What follows belongs to an exercise in optimizing a design on an open flow for small area, a short achievable clock period and few clock cycles; a production flow would make more cautious choices. In this exercise RTL edits were held to simulation tests only and were not proved equivalent to the original. The clock port is modelled as an ideal driver; clocking choices that lean on that would not hold on a real chip.

Setup of v19:
## sillage_gen
module sillage_gen (
    input  wire         clk,
    input  wire         rst,           
    input  wire         req_valid,
    output wire         req_ready,
    input  wire [1:0]   req_op,        
    input  wire [47:0]  req_step,
    input  wire [15:0]  req_stream,
    input  wire [63:0]  req_gei,
    input  wire [127:0] req_seed,
    output wire         resp_valid,
    input  wire         resp_ready,
    output wire [31:0]  resp_data
);
For scale: about 7800 cells after synthesis, ~1900 flip-flops, roughly 300 I/O pins.
Settings: LEC_CHECK=0, CAP_MARGIN=40, CORE_MARGIN=2, CORE_UTILIZATION=55, SLEW_MARGIN=30; clock period 10.0 ns.
standard.sh (not shown) runs the stock make flow with config.mk's settings and CLKGATE_MAP_FILE= SYNTH_SCRIPT=/design/flow/synth_recipe.tcl, a recipe that flattens the netlist after the stock synthesis.
==> flow/flow/run.sh <==
#!/bin/bash
set -euo pipefail
bash standard.sh SETUP_SLACK_MARGIN=6.2 "BUFFER_PORTS_ARGS=-buffer_cell sky130_fd_sc_hd__buf_2" finish > run_standard.log 2>&1
Testbench counts of v19, summed over its fixed seeds: cycles 6,884.
Setup changes, v19 to v12
- putting ABC_AREA at 1 where nothing was set
## What came out
Cmp v12 and v19 / pin count of the biggest net entering global routing / higher: v12. The number of antenna violations at the first check in global routing in v19 is 0.886 times that in v12. v12 vs v19, final cell count went up by 1207. For v19, the critical path endpoint was rr[607], unlike v12, where it was inj[79]. What v19 reported for number of distinct standard cells referenced by the synthesized netlist has to be multiplied by 0.806 to get the figure for v12. Die area delta for v12 relative to v19: 1.3% higher. Going from v19 to v12, worst slack after detailed placement fell by 0.046 ns; met3 wirelength from detailed routing fell by 1500 microns.
The following lists how v2 was set up differently from v12:
- a change of CORE_UTILIZATION from 55 to 60
==> flow/flow/run.sh <==
#!/bin/bash
set -euo pipefail
bash standard.sh SETUP_SLACK_MARGIN=6.2 \
    "BUFFER_PORTS_ARGS=-buffer_cell sky130_fd_sc_hd__buf_2" \
    "CTS_ARGS=-sink_clustering_enable -repair_clock_nets -dont_use_dummy_load" \
    finish > run_standard.log 2>&1
- Final instance area on v2 is down relative to v12.
- Min final period utilization across v2 and v12: v2
- v2 reports its layer carrying the most global-route usage as met2 while v12 reports met1.
- Going from v12 to v2, tap cell count went down; routed wire length did not really move.
Modified inputs, v47 compared to v2
- swapping 60 for 55 in CORE_UTILIZATION
==> run notes <==
- Across v2 and v47, none had a timing, DRC or antenna violation.
- Length of routed met3 wiring in v47 is 8.3% lower than in v2
- Count of buffering cells on the critical path with inverters included: v47 vs v2 down 2
- Number of setup violations in the final report: v47 vs v2 identical


sillage_gen again, from the RTL that the note above started with.
==> flow/config.mk <==
export PLATFORM = sky130hd
export DESIGN_NAME = sillage_gen
export DESIGN_NICKNAME = sillage_gen
export VERILOG_FILES = /design/flow/design.v
export SDC_FILE = /design/flow/constraint.sdc
export NUM_CORES = 4
export LEC_CHECK = 0
export ABC_AREA = 1
export CAP_MARGIN = 40
export CORE_MARGIN = 2
export CORE_UTILIZATION = 55
export SLEW_MARGIN = 30
==> flow/constraint.sdc <==
create_clock -name core_clock -period 10.0 [get_ports {clk}]
set_input_delay 2.0000 -clock core_clock [delete_from_list [all_inputs] [get_ports {clk}]]
set_output_delay 2.0000 -clock core_clock [all_outputs]
set_load 0.01 [all_outputs]
==> flow/flow/run.sh <==
#!/bin/bash
set -euo pipefail
bash standard.sh SETUP_SLACK_MARGIN=6.4 \
    "BUFFER_PORTS_ARGS=-buffer_cell sky130_fd_sc_hd__buf_2" \
    "CTS_ARGS=-sink_clustering_enable -repair_clock_nets -dont_use_dummy_load" \
    finish > run_standard.log 2>&1
The first run passed the timing, DRC and antenna checks.
Testbench counts at the start, summed over its fixed seeds: cycles 6,884.
==> next run, changes <==
==> flow/flow/run.sh (replaced) <==
#!/bin/bash
set -euo pipefail
bash standard.sh SETUP_SLACK_MARGIN=6.2 \
    "BUFFER_PORTS_ARGS=-buffer_cell sky130_fd_sc_hd__buf_2" \
    "CTS_ARGS=-sink_clustering_enable -repair_clock_nets -dont_use_dummy_load" \
    finish > run_standard.log 2>&1
Settings changed: ABC_AREA 1 to default.
Flip-flop and latch count stays the same.
==> next run, changes <==
==> flow/flow/run.sh (replaced) <==
#!/bin/bash
set -euo pipefail
bash standard.sh SETUP_SLACK_MARGIN=6.0 \
    "BUFFER_PORTS_ARGS=-buffer_cell sky130_fd_sc_hd__buf_2" \
    "CTS_ARGS=-sink_clustering_enable -repair_clock_nets -dont_use_dummy_load" \
    finish > run_standard.log 2>&1
Settings changed: ABC_AREA from default to 1.
What happened:
- fmax rose by a few percent
- core utilization is lower by 2.5 points
- clock skew falls by 6.7 ps
- final cell count went up by roughly a tenth

[separate check: timing with driven ports]
No port has a modelled driver above. Below, the same layouts with a new extraction and two added sets of constraints. Step 1: set_driving_cell puts a clkbuf_16 on clk and a buf_2 on each other input, an assumption about the parent block. Step 2, shift: input delay + t, output delay - t, t = (earliest + latest rising clock arrival at the registers) / 2. This alone moves slack from input paths to output paths. a / b / c = ideal ports / drivers / drivers and shift; a / b = the first two.
run | shift t [ns] | setup slack, ns | hold WS [ns] | latest minus earliest clock arrival (ns) | cell pins on the clock port's net
v19 | 0.937 | 5.860 / 5.860 / 5.234 | 0.407 / 0.407 / 0.407 | 0.053 / 0.052 | 1
v12 | 0.951 | 6.036 / 6.036 / 5.507 | 0.413 / 0.413 / 0.413 | 0.053 / 0.054 | 1
v2 | 0.958 | 6.107 / 6.107 / 5.382 | 0.400 / 0.400 / 0.400 | 0.125 / 0.125 | 1
v47 | 0.928 | 6.034 / 6.034 / 5.485 | 0.367 / 0.367 / 0.367 | 0.094 / 0.094 | 1
the first run of note 2 | 0.923 | 6.008 / 6.008 / 5.655 | 0.369 / 0.369 / 0.369 | 0.096 / 0.096 | 1
the second run of note 2 | 0.902 | 5.863 / 5.863 / 5.360 | 0.395 / 0.395 / 0.395 | 0.102 / 0.102 | 1
the third run of note 2 | 0.924 | 6.002 / 6.002 / 5.554 | 0.365 / 0.365 / 0.365 | 0.098 / 0.098 | 1
After both steps every run listed still meets setup and hold. For v2, which loses most, drivers alone change the setup slack by 0.000 ns; drivers and shift together by -0.725 ns.
